Source: an optimization exercise on an open RTL-to-GDS flow (aim: small area). Production flows keep margins and buffers that such runs may drop. In this exercise RTL edits were held to simulation tests only and were not proved equivalent to the original. No activity file was given, so power comes from the tool's default toggle rates.

// prism_engine
module prism_engine (
    input  wire        clk,
    input  wire        rst,
    input  wire        start,
    input  wire        stop,
    input  wire [9:0]  entry,
    input  wire [10:0] len,
    input  wire [15:0] div,
    output reg  [2:0]  state,
    output reg  [3:0]  cause,
    output reg  [2:0]  start_err,
    output wire [9:0]  imem_addr,
    input  wire [31:0] imem_rdata,
    output reg         dmem_re,
    output reg         dmem_we,
    output reg  [7:0]  dmem_addr,
    output reg  [31:0] dmem_wdata,
    input  wire [31:0] dmem_rdata,
    input  wire [63:0] rtime,
    input  wire [7:0]  pin_in,
    output reg  [7:0]  pin_out,
    output reg  [7:0]  pin_oe,
    input  wire        in_valid,
    input  wire [31:0] in_data,
    output wire        in_ready,
    output wire [4:0]  in_level,
    output wire        out_valid,
    output wire [31:0] out_data,
    input  wire        out_ready,
    output wire [4:0]  out_level,
    output reg  [31:0] pub_word,
    output reg  [3:0]  irq
);
Settings: LEC_CHECK=0, ABC_AREA=1, CAP_MARGIN=30, CORE_MARGIN=2, CORE_UTILIZATION=55, CTS_BUF_LIST=sky130_fd_sc_hd__clkbuf_8, CTS_CLUSTER_DIAMETER=80, CTS_CLUSTER_SIZE=14, SLEW_MARGIN=30; clock period 12.0 ns.
standard.sh (not shown) runs the stock make flow with config.mk's settings and CLKGATE_MAP_FILE= SYNTH_SCRIPT=/design/flow/synth_recipe.tcl, a recipe that flattens the netlist after the stock synthesis.
==> flow/flow/run.sh <==
#!/bin/bash
# Layout flow: the standard flow, with the port buffers made from the
# smallest plain buffer instead of the flow's default delay buffer.
set -o pipefail
export BUFFER_PORTS_ARGS="-buffer_cell sky130_fd_sc_hd__buf_1"
bash standard.sh 2>&1 | tee standard.log
The starting point completed without violations.
Change:
--- a/flow/config.mk
+++ b/flow/config.mk
@@ -11 +11 @@
-export CORE_UTILIZATION = 55
+export CORE_UTILIZATION = 45
What happened:
- global-route usage fell by 6.1 points
- power is lower by 5.6%
- design area goes up by 1.0%
- fmax goes up by 1.1%

--- another note on this design; it stands on its own ---

==> inputs of run a <==
Design prism_engine, start of the top module:
module prism_engine (
    input  wire        clk,
    input  wire        rst,
    input  wire        start,
    input  wire        stop,
    input  wire [9:0]  entry,
    input  wire [10:0] len,
    input  wire [15:0] div,
    output reg  [2:0]  state,
    output reg  [3:0]  cause,
    output reg  [2:0]  start_err,
    output wire [9:0]  imem_addr,
    input  wire [31:0] imem_rdata,
    output reg         dmem_re,
    output reg         dmem_we,
    output reg  [7:0]  dmem_addr,
    output reg  [31:0] dmem_wdata,
    input  wire [31:0] dmem_rdata,
    input  wire [63:0] rtime,
    input  wire [7:0]  pin_in,
    output reg  [7:0]  pin_out,
    output reg  [7:0]  pin_oe,
    input  wire        in_valid,
    input  wire [31:0] in_data,
    output wire        in_ready,
    output wire [4:0]  in_level,
    output wire        out_valid,
    output wire [31:0] out_data,
    input  wire        out_ready,
    output wire [4:0]  out_level,
    output reg  [31:0] pub_word,
    output reg  [3:0]  irq
);
  ...
clock: 12.0 ns
lec_check: 0
abc_area: 1
cap_margin: 20
core_margin: 2
core_utilization: 45
cts_buf_list: sky130_fd_sc_hd__clkbuf_8
cts_cluster_diameter: 80
cts_cluster_size: 14
slew_margin: 20
standard.sh (not shown) runs the stock make flow with config.mk's settings and CLKGATE_MAP_FILE= SYNTH_SCRIPT=/design/flow/synth_recipe.tcl, a recipe that flattens the netlist after the stock synthesis.
==> flow/flow/run.sh <==
#!/bin/bash
# Layout flow: the standard flow, with the port buffers made from the
# smallest plain buffer instead of the flow's default delay buffer, and
# cells on paths with slack to spare sized down after global routing.
set -o pipefail
export BUFFER_PORTS_ARGS="-buffer_cell sky130_fd_sc_hd__buf_1"
export RECOVER_POWER=100
bash standard.sh 2>&1 | tee standard.log
==> run b (differences from run a) <==
==> flow/flow/run.sh (replaced) <==
#!/bin/bash
# Layout flow: the standard flow, with the port buffers made from the
# smallest plain buffer instead of the flow's default delay buffer.
set -o pipefail
export BUFFER_PORTS_ARGS="-buffer_cell sky130_fd_sc_hd__buf_1"
bash standard.sh 2>&1 | tee standard.log
Settings changed: CTS_CLUSTER_DIAMETER 80 to default, CTS_CLUSTER_SIZE 14 to default.
==> run c (differences from run a) <==
==> flow/flow/run.sh (replaced) <==
#!/bin/bash
# Layout flow: the standard flow, with the port buffers made from the
# smallest plain buffer instead of the flow's default delay buffer.
set -o pipefail
export BUFFER_PORTS_ARGS="-buffer_cell sky130_fd_sc_hd__buf_1"
bash standard.sh 2>&1 | tee standard.log
Settings changed: CAP_MARGIN 20 to 30, CORE_UTILIZATION 45 to 50, SLEW_MARGIN 20 to 30.
==> notes <==
- Fmax: run a < run c < run b.
- In run b the sequential share of layout area is lower than in run c, by 1.5 points.
- In sequential power, run a and run c hardly differ.
- Total power: run c < run a < run b.
- In run a the non-clock buffer count is higher than in run c, by 16.
- Between run c and run a, the lower die area is in run c (gap about 10%, measured against run a).
- Between run b and run c, the lower clock power is in run c (gap 59%, measured against run c).
- Run b completed with no timing, DRC or antenna violations. Run c finished clean. Run a finished but fails on capacitance limit, slew limit, setup timing.
- Register-to-register slack: run a < run b < run c.

==> separate check: timing with driven ports <==
Ports are ideal in the flow. The routed layouts listed here were re-timed in OpenROAD. Step 1: set_driving_cell puts a clkbuf_16 on clk and a buf_2 on each other input, an assumption about the parent block. Step 2, shift: input delay + t, output delay - t, t = (earliest + latest rising clock arrival at the registers) / 2. This alone moves slack from input paths to output paths. Three values: no drivers, after step 1, after step 2; two values: the first two.
run	t (ns)	setup WS [ns]	latest minus earliest clock arrival (ns)
the first run of note 1	1.041	0.400 / 0.378 / -0.236	0.097 / 0.096
the second run of note 1	1.051	0.523 / 0.503 / -0.343	0.084 / 0.084
run a	1.080	-0.044 / -0.078 / -0.954	0.085 / 0.084
run b	1.111	0.328 / 0.305 / -0.197	0.120 / 0.120
run c	1.071	0.307 / 0.286 / 0.008	0.072 / 0.072
Met with ideal ports but missed after step 2: setup timing in the first run of note 1, the second run of note 1 and run b. For run a, which loses most, drivers alone change the setup slack by -0.034 ns; drivers and shift together by -0.910 ns.
